Source: an optimization exercise on an open RTL-to-GDS flow (aim: small area, a short achievable clock period and few clock cycles). Production flows keep margins and buffers that such runs may drop. RTL that was checked went through simulation tests only; none was proved equivalent to the original. The clock port is modelled as an ideal driver, which makes a skipped or thinned clock tree look cheaper than it is; a real chip needs a root buffer or a tree.

old:
// lc_decoder
module lc_decoder (
    input  wire         clk,
    input  wire         rst,         
    input  wire         in_valid,
    output wire         in_ready,
    input  wire [39:0]  in_beat,     
    input  wire [36:0]  in_dda,      
    output reg          out_valid,
    output reg  [2:0]   out_status,
    output reg  [3:0]   out_dev,
    output wire [511:0] out_data
);
For scale: ~1300 flip-flops, about 600 I/O pins, ~77000 sq um of cells after synthesis.
clock: 10.0 ns
lec_check: 0
cap_margin: 20
core_margin: 2
core_utilization: 55
place_density: 0.65
slew_margin: 20
standard.sh (not shown) runs the stock make flow with config.mk's settings and CLKGATE_MAP_FILE= SYNTH_SCRIPT=/design/flow/synth_recipe.tcl, a recipe that flattens the netlist after the stock synthesis.
==> flow/flow/run.sh <==
#!/bin/bash
# Own layout flow: the standard ORFS flow (standard synthesis, floorplan,
# placement, routing), except that the clock tree is built by flow/mycts.tcl
# (clock port -> 4 root buffers -> leaf buffers -> flip-flop clusters), timing
# repair aims past the 10 ns constraint, and the ports get plain buffers.
set -euo pipefail
export MYCTS_LEAF_MAX=16
EXTRA=("SETUP_SLACK_MARGIN=6.9" "BUFFER_PORTS_ARGS=-buffer_cell sky130_fd_sc_hd__buf_1")
bash standard.sh "${EXTRA[@]}" place > flow_place.log 2>&1
bash standard.sh "${EXTRA[@]}" "RUN_SCRIPT=$PWD/flow/mycts.tcl" RUN_LOG_NAME_STEM=4_1_mycts run > flow_cts.log 2>&1
bash standard.sh "${EXTRA[@]}" finish > flow_finish.log 2>&1
==> flow/flow/mycts.tcl <==
# Two-level clock tree built by hand: the clock port drives a few root buffers,
# each root drives leaf buffers, each leaf drives a compact cluster of flip-flops.
# Replaces ORFS's cts step (same post-CTS repair as cts.tcl).
source $::env(SCRIPTS_DIR)/load.tcl
erase_non_stage_variables cts
load_design 3_place.odb 3_place.sdc

set leaf_max  [expr {[info exists ::env(MYCTS_LEAF_MAX)] ? $::env(MYCTS_LEAF_MAX) : 20}]
set n_roots   [expr {[info exists ::env(MYCTS_ROOTS)] ? $::env(MYCTS_ROOTS) : 4}]
set leaf_cell [expr {[info exists ::env(MYCTS_LEAF_CELL)] ? $::env(MYCTS_LEAF_CELL) : "sky130_fd_sc_hd__clkbuf_16"}]
set root_cell [expr {[info exists ::env(MYCTS_ROOT_CELL)] ? $::env(MYCTS_ROOT_CELL) : "sky130_fd_sc_hd__clkbuf_16"}]

set db [ord::get_db]
set block [ord::get_db_block]
set clknet [$block findNet clk]

# split a list of {obj x y} in two parts (sizes in ratio k1 : n-k1) along its wider side
proc split2 {items {frac 0.5}} {
  set xs {}; set ys {}
  foreach it $items { lappend xs [lindex $it 1]; lappend ys [lindex $it 2] }
  set xs [lsort -integer $xs]; set ys [lsort -integer $ys]
  set dx [expr {[lindex $xs end] - [lindex $xs 0]}]
  set dy [expr {[lindex $ys end] - [lindex $ys 0]}]
  set k [expr {$dx >= $dy ? 1 : 2}]
  set s [lsort -integer -index $k $items]
  set h [expr {int(round([llength $s] * $frac))}]
  return [list [lrange $s 0 [expr {$h - 1}]] [lrange $s $h end]]
}
# cut into ceil(n / maxn) compact clusters of nearly equal size
proc bisect {items maxn} {
  set n [llength $items]
  if {$n <= $maxn} { return [list $items] }
  set k [expr {($n + $maxn - 1) / $maxn}]
  set k1 [expr {$k / 2}]
  lassign [split2 $items [expr {double($k1) / $k}]] a b
  return [concat [bisect $a $maxn] [bisect $b $maxn]]
}
proc centroid {items} {
  set sx 0; set sy 0
  foreach it $items { set sx [expr {$sx + [lindex $it 1]}]; set sy [expr {$sy + [lindex $it 2]}] }
  set n [llength $items]
  return [list [expr {$sx / $n}] [expr {$sy / $n}]]
}

set sinks {}
foreach it [$clknet getITerms] {
  set inst [$it getInst]
  set bb [$inst getBBox]
  lappend sinks [list $it [expr {([$bb xMin] + [$bb xMax]) / 2}] [expr {([$bb yMin] + [$bb yMax]) / 2}]]
}
puts "mycts: [llength $sinks] clock sinks"

set clusters [bisect $sinks $leaf_max]
puts "mycts: [llength $clusters] leaf clusters"

set lmaster [$db findMaster $leaf_cell]
set rmaster [$db findMaster $root_cell]
set leaves {}
set i 0
foreach cl $clusters {
  lassign [centroid $cl] cx cy
  set inst [odb::dbInst_create $block $lmaster "mycts_leaf_$i"]
  $inst setLocation $cx $cy
  $inst setPlacementStatus PLACED
  set net [odb::dbNet_create $block "mycts_leafnet_$i"]
  $net setSigType CLOCK
  [$inst findITerm X] connect $net
  foreach s $cl {
    set it [lindex $s 0]
    $it disconnect
    $it connect $net
  }
  lappend leaves [list $inst $cx $cy]
  incr i
}

# group the leaves under the roots
set groups [list $leaves]
while {[llength $groups] < $n_roots} {
  set ng {}
  foreach g $groups { lassign [split2 $g] a b; lappend ng $a $b }
  set groups $ng
}
set i 0
foreach g $groups {
  lassign [centroid $g] cx cy
  set inst [odb::dbInst_create $block $rmaster "mycts_root_$i"]
  $inst setLocation $cx $cy
  $inst setPlacementStatus PLACED
  set net [odb::dbNet_create $block "mycts_rootnet_$i"]
  $net setSigType CLOCK
  [$inst findITerm X] connect $net
  [$inst findITerm A] connect $clknet
  foreach l $g { [[lindex $l 0] findITerm A] connect $net }
  incr i
}
$clknet setSigType CLOCK
global_connect

set_placement_padding -global \
  -left $::env(CELL_PAD_IN_SITES_DETAIL_PLACEMENT) \
  -right $::env(CELL_PAD_IN_SITES_DETAIL_PLACEMENT)
detailed_placement
set_propagated_clock [all_clocks]
estimate_parasitics -placement
report_clock_skew
repair_timing_helper
detailed_placement
check_placement -verbose
estimate_parasitics -placement
report_clock_skew
report_worst_slack -max
report_worst_slack -min

orfs_write_db $::env(RESULTS_DIR)/4_1_cts.odb
orfs_write_sdc $::env(RESULTS_DIR)/4_cts.sdc
old: all stages complete, timing, DRC and antenna checks passed
Modified inputs, new compared to old
--- a/flow/flow/run.sh
+++ b/flow/flow/run.sh
@@ -7 +6,0 @@
-export MYCTS_LEAF_MAX=16
==> comparison <==
No stage failed in new, and the final checks on the layout all came back clean.
old → new: post-detailed-routing wire length did not really move, global-route track usage on met2 went down.
Any difference in count of vias placed by the detailed router between old and new is small enough to ignore.
For number of synthesized flops with an enable pin, old and new come out practically identical.
No functional check of the RTL was part of any run of this note. In every run of this note, the design's own scripts or RTL, not TritonCTS, make the clock network.

========
lc_decoder, a different RTL version from the one above (not shown whole).
Size: about 1300 flip-flops, about 600 I/O pins, roughly 76000 µm² of cells after synthesis.
Settings: LEC_CHECK=0, CAP_MARGIN=20, CORE_MARGIN=2, CORE_UTILIZATION=20, PLACE_DENSITY=0.35, SLEW_MARGIN=20; clock period 10.0 ns.
run.sh (not shown) runs the stock make flow with config.mk's settings and CLKGATE_MAP_FILE= SYNTH_SCRIPT=/design/flow/synth_recipe.tcl, a recipe that flattens the netlist after the stock synthesis.
Stock flow here: none of the scripts above is used.
The first run produced a clean layout.
Change:
Settings changed: CORE_UTILIZATION 20 to 55, PLACE_DENSITY 0.35 to 0.65.
Effect: The changed run completed without violations; clock skew is higher by 0.0080 ns; cell area shrinks by 5.6%; synthesized area is unchanged.
Function was not checked in any run of this note: the RTL went through the layout flow alone.

========
Another version of the RTL of lc_decoder (not shown whole).
Size in the first run: ~7900 cells after synthesis, roughly 1500 flip-flops.
Settings: LEC_CHECK=0, CAP_MARGIN=20, CORE_MARGIN=2, CORE_UTILIZATION=65, CTS_CLUSTER_DIAMETER=60, CTS_CLUSTER_SIZE=30, PLACE_DENSITY=0.75, SLEW_MARGIN=20; clock period 10.0 ns.
standard.sh (not shown) runs the stock make flow with config.mk's settings and CLKGATE_MAP_FILE= SYNTH_SCRIPT=/design/flow/synth_recipe.tcl, a recipe that flattens the netlist after the stock synthesis.
==> flow/flow/run.sh <==
#!/bin/bash
# Own layout flow: the standard ORFS flow (standard synthesis included), with
# timing repair aimed past the 10 ns constraint and plain buffers on the ports.
set -euo pipefail
bash standard.sh \
  "SETUP_SLACK_MARGIN=6.6" \
  "BUFFER_PORTS_ARGS=-buffer_cell sky130_fd_sc_hd__buf_1" \
  finish > flow_make.log 2>&1
The first run completed without violations.
Change:
CORE_UTILIZATION = 55   (was 65)
PLACE_DENSITY = 0.65   (was 0.75)
Effect: Global-route usage is lower by 4.3 points. Wire length is higher by 6.2%. Area after synthesis does not change. Critical path depth is lower by 1.
No run of this note included a check of the RTL's function; only the layout flow was run.

========
Another version of the RTL of lc_decoder (not shown whole).
Size in the first run: about 7800 cells after synthesis, roughly 600 I/O pins.
Design lc_decoder, start of the top module:
module lc_decoder (
    input  wire         clk,
    input  wire         rst,         
    input  wire         in_valid,
    output wire         in_ready,
    input  wire [39:0]  in_beat,     
    input  wire [36:0]  in_dda,      
    output reg          out_valid,
    output reg  [2:0]   out_status,
    output reg  [3:0]   out_dev,
    output wire [511:0] out_data
);
Settings: LEC_CHECK=0, CAP_MARGIN=20, CORE_MARGIN=2, CORE_UTILIZATION=55, GPL_ROUTABILITY_DRIVEN=0, PLACE_DENSITY=0.65, SLEW_MARGIN=20; clock period 10.0 ns.
==> flow/flow/run.sh <==
#!/bin/bash
# Own layout flow: the standard ORFS flow (standard synthesis, floorplan,
# placement, routing), except that the clock tree is built by flow/mycts.tcl
# (clock port -> 4 root buffers -> leaf buffers -> flip-flop clusters), timing
# repair aims past the 10 ns constraint, and the ports get plain buffers.
set -euo pipefail
EXTRA=("SETUP_SLACK_MARGIN=6.9" "BUFFER_PORTS_ARGS=-buffer_cell sky130_fd_sc_hd__buf_1")
bash standard.sh "${EXTRA[@]}" place > flow_place.log 2>&1
bash standard.sh "${EXTRA[@]}" "RUN_SCRIPT=$PWD/flow/mycts.tcl" RUN_LOG_NAME_STEM=4_1_mycts run > flow_cts.log 2>&1
bash standard.sh "${EXTRA[@]}" finish > flow_finish.log 2>&1
Scripts as last shown in full above: flow/flow/mycts.tcl
The starting point finished clean.
Testbench counts at the start, summed over its fixed seeds: cycles 40,896.
Rerun with:
--- a/flow/flow/run.sh
+++ b/flow/flow/run.sh
@@ -5,5 +5,5 @@
 # repair aims past the 10 ns constraint, and the ports get plain buffers.
 set -euo pipefail
-EXTRA=("SETUP_SLACK_MARGIN=6.9" "BUFFER_PORTS_ARGS=-buffer_cell sky130_fd_sc_hd__buf_1")
+EXTRA=("SETUP_SLACK_MARGIN=7.0" "BUFFER_PORTS_ARGS=-buffer_cell sky130_fd_sc_hd__buf_1")
 bash standard.sh "${EXTRA[@]}" place > flow_place.log 2>&1
 bash standard.sh "${EXTRA[@]}" "RUN_SCRIPT=$PWD/flow/mycts.tcl" RUN_LOG_NAME_STEM=4_1_mycts run > flow_cts.log 2>&1
GPL_ROUTABILITY_DRIVEN = unset   (was 0)
Worst setup slack gets better by 0.044 ns.
Clock skew came out lower by 0.015 ns.
Wire length goes up by 10%.
Die area is unchanged.
Synthesized area is unchanged.
Core utilization increases by 5.2 points.
Final cell count came out higher by 4.4%.
Worst hold slack loses 0.0065 ns.
Final area increases by 8.6%.
Synthesized cell count is unchanged.
No run of this note takes its clock network from TritonCTS; it comes from the design's own scripts or RTL.

## port drivers added, routing unchanged
Ports are ideal in the flow. The routed layouts listed here were re-timed in OpenROAD. Step 1 assumes that a clkbuf_16 drives the clock port and a buf_2 every other input. Step 2 times the ports against the registers' clock, not the clock port: input delays grow and output delays shrink by t, the midpoint of the rising clock arrivals with the driver on. a / b / c = ideal ports / drivers / drivers and shift; a / b = the first two.
run	t, ns	setup slack, ns	worst setup path at the end	cell pins on the clock port's net
old	0.738	6.554 / 6.554 / 6.554	register to register	4
new	0.710	6.756 / 6.722 / 6.756	register to register	4
the first run of note 2	0.919	4.440 / 4.440 / 4.440	register to register	1
the second run of note 2	0.869	4.558 / 4.558 / 4.558	register to register	1
the first run of note 3	0.838	6.583 / 6.520 / 6.583	register to register	1
the second run of note 3	0.841	6.564 / 6.537 / 6.564	register to register	1
the first run of note 4	0.709	6.802 / 6.727 / 6.802	register to register	4
the second run of note 4	0.715	6.847 / 6.737 / 6.824	input to register	4
After both steps every run listed still meets setup and hold. The setup slack of the second run of note 4, which loses most, moves by -0.110 ns with the drivers and by -0.023 ns with both steps.
